What follows belongs to an exercise in optimizing a design on an open flow for small area, a short achievable clock period and few clock cycles per item; a production flow would make more cautious choices.
In this exercise RTL edits were held to simulation tests only and were not proved equivalent to the original.
No activity file was given, so power comes from the tool's default toggle rates.

// frb64_encoder
module frb64_encoder (
    input  wire        clk,
    input  wire        rst,           
    input  wire        in_valid,
    output reg         in_ready,
    input  wire [23:0] in_value,
    input  wire [7:0]  in_flags,
    input  wire [2:0]  cfg_ratio,     
    input  wire        cfg_raw,       
    output reg         out_valid,
    input  wire        out_ready,
    output reg  [31:0] out_data,
    output reg         out_last
);
Size in the first run: ~3,500 flip-flops, roughly 75 I/O pins, about 130,000 um2 of cells after synthesis.
==> flow/config.mk <==
export PLATFORM = sky130hd
export DESIGN_NAME = frb64_encoder
export DESIGN_NICKNAME = frb64_encoder
export VERILOG_FILES = /design/flow/design.v
export SDC_FILE = /design/flow/constraint.sdc
export NUM_CORES = 4
export LEC_CHECK = 0
export CAP_MARGIN = 25
export CORE_MARGIN = 2
export CORE_UTILIZATION = 55
export CTS_CLUSTER_DIAMETER = 100
export CTS_CLUSTER_SIZE = 20
export PLACE_DENSITY = 0.65
export SLEW_MARGIN = 20
==> flow/constraint.sdc <==
create_clock -name core_clock -period 14.0 [get_ports {clk}]
set_input_delay 2.8000 -clock core_clock [delete_from_list [all_inputs] [get_ports {clk}]]
set_output_delay 2.8000 -clock core_clock [all_outputs]
set_load 0.01 [all_outputs]
run.sh (not shown) runs the stock make flow with config.mk's settings and CLKGATE_MAP_FILE= SYNTH_SCRIPT=/design/flow/synth_recipe.tcl, a recipe that flattens the netlist after the stock synthesis.
Testbench counts at the start, summed over its fixed seeds: cycles 26,872, blocks 384.
Change:
--- a/flow/design.v
+++ b/flow/design.v
@@ -196,13 +196,13 @@
     wire [55:0] comb_acc  = acc | ({32'd0, rr_bits} << acnt);
     wire [5:0]  comb_cnt  = acnt + (vr ? {1'b0, rr_w} : 6'd0);
     wire        push_full = vr && (comb_cnt >= 6'd32);
     wire        push_need = flush_pend ? (acnt != 6'd0) : (push_full || (vr && rr_last && comb_cnt != 6'd0));
     wire [31:0] push_word = flush_pend ? acc[31:0] : comb_acc[31:0];
     wire        ffull     = (fcount == F);
-    wire        stall     = ffull && (vr || flush_pend);
+    wire        stall     = push_need && ffull;
     wire        push      = push_need && !ffull;
     wire [4:0]  k_use = fb_first ? d_Kw : Ka;
     wire [23:0] q_new = $signed(xb) >>> k_use;
     wire [1:0]  p_use   = fc_first ? d_P : Pa;
     wire [4:0]  w_use   = fc_first ? d_W : Wa;
     wire        is_flag = fc_p1 && (fc_first ? d_sb : Sa);
@@ -698,36 +698,31 @@
     wire [25:0] cs  = xi_e ^ xm2_e ^ o3;
     wire [25:0] cv  = {(xi_e[24:0] & xm2_e[24:0]) | (xi_e[24:0] & o3[24:0]) |
                        (xm2_e[24:0] & o3[24:0]), 1'b0};
     wire [25:0] d2  = kadd(cs, cv, 1'b1);
     wire [25:0] cc  = d2 ^ cs ^ cv;                  
     reg         q_clr, q_upd;
-    reg         q_s1, q_s2;
-    reg  [25:0] q_m1, q_m2;
+    reg  [25:0] q_d1, q_d2;
     reg  [23:0] e1;           
     reg  [47:0] e2;           
     integer     kq;
     always @(posedge clk) begin
         q_clr <= clr;
         q_upd <= upd;
-        q_s1  <= d1[25];
-        q_s2  <= d2[25];
-        q_m1  <= d1[25] ? ~d1 : d1;
-        q_m2  <= d2[25] ? ~d2 : d2;
+        q_d1  <= d1;
+        q_d2  <= d2;
         e1    <= bw1[23:0];
         for (kq = 0; kq < 24; kq = kq + 1)
             e2[2*kq +: 2] <= (kq < 1) ? 2'd0 :
                 {(!xm1_e[kq-1] & !cv[kq] & !cc[kq]) | (xm1_e[kq-1] & !(cv[kq] & cc[kq])),
                  xm1_e[kq-1] ^ cv[kq] ^ cc[kq]};
     end
-    wire        s1 = q_s1;
-    wire        s2 = q_s2;
-    wire [25:0] m1 = q_m1;
-    wire [25:0] m2 = q_m2;
-    wire [25:0] q_d1 = s1 ? ~m1 : m1;
-    wire [25:0] q_d2 = s2 ? ~m2 : m2;
+    wire        s1 = q_d1[25];
+    wire        s2 = q_d2[25];
+    wire [25:0] m1 = s1 ? ~q_d1 : q_d1;
+    wire [25:0] m2 = s2 ? ~q_d2 : q_d2;
     wire [1:0]  e21 = e2[3:2];
     wire [23:0] r21 = q_d2[24:1] + {{22{e21 == 2'd0}}, e21 - 2'd1};
     wire [25:0] so1  = sufor(m1);
     wire [25:0] so2  = sufor(m2);
     wire [25:0] so1u = {1'b0, so1[25:1]};
     wire [25:0] so2u = {1'b0, so2[25:1]};
Result:
- The changed run went through all stages and came out clean
- cell area barely changes
- worst setup slack gets worse by 360 ps
- utilization barely changes
- fmax came out lower by 5.4%
- clock power is about the same
- clock skew came out higher by 25 ps
- synthesized area stays flat
- via count increases by 2.1%
Testbench counts after the change, summed over its fixed seeds: cycles 26,872, blocks 384.

## port drivers added, routing unchanged
How much do the figures lean on ideal ports? The routed layouts below were timed once more, with nothing changed but the port constraints.
Step 1: set_driving_cell puts a clkbuf_16 on clk and a buf_2 on each other input, an assumption about the parent block.
Step 2 adds t to the input delays and takes it off the output delays; t is the mean of the earliest and latest rising clock arrival at the registers after step 1. Input paths then give back, and output paths get back, about the clock's delay inside the block.
Three values: no drivers, after step 1, after step 2; two values: the first two.
run | shift t [ns] | slack for setup (ns) | worst hold slack (ns)
the first run | 0.988 | 7.718 / 7.718 / 7.718 | 0.233 / 0.233 / 0.233
the second run | 0.990 | 7.357 / 7.357 / 7.357 | 0.212 / 0.212 / 0.212
After both steps every run listed still meets setup and hold.
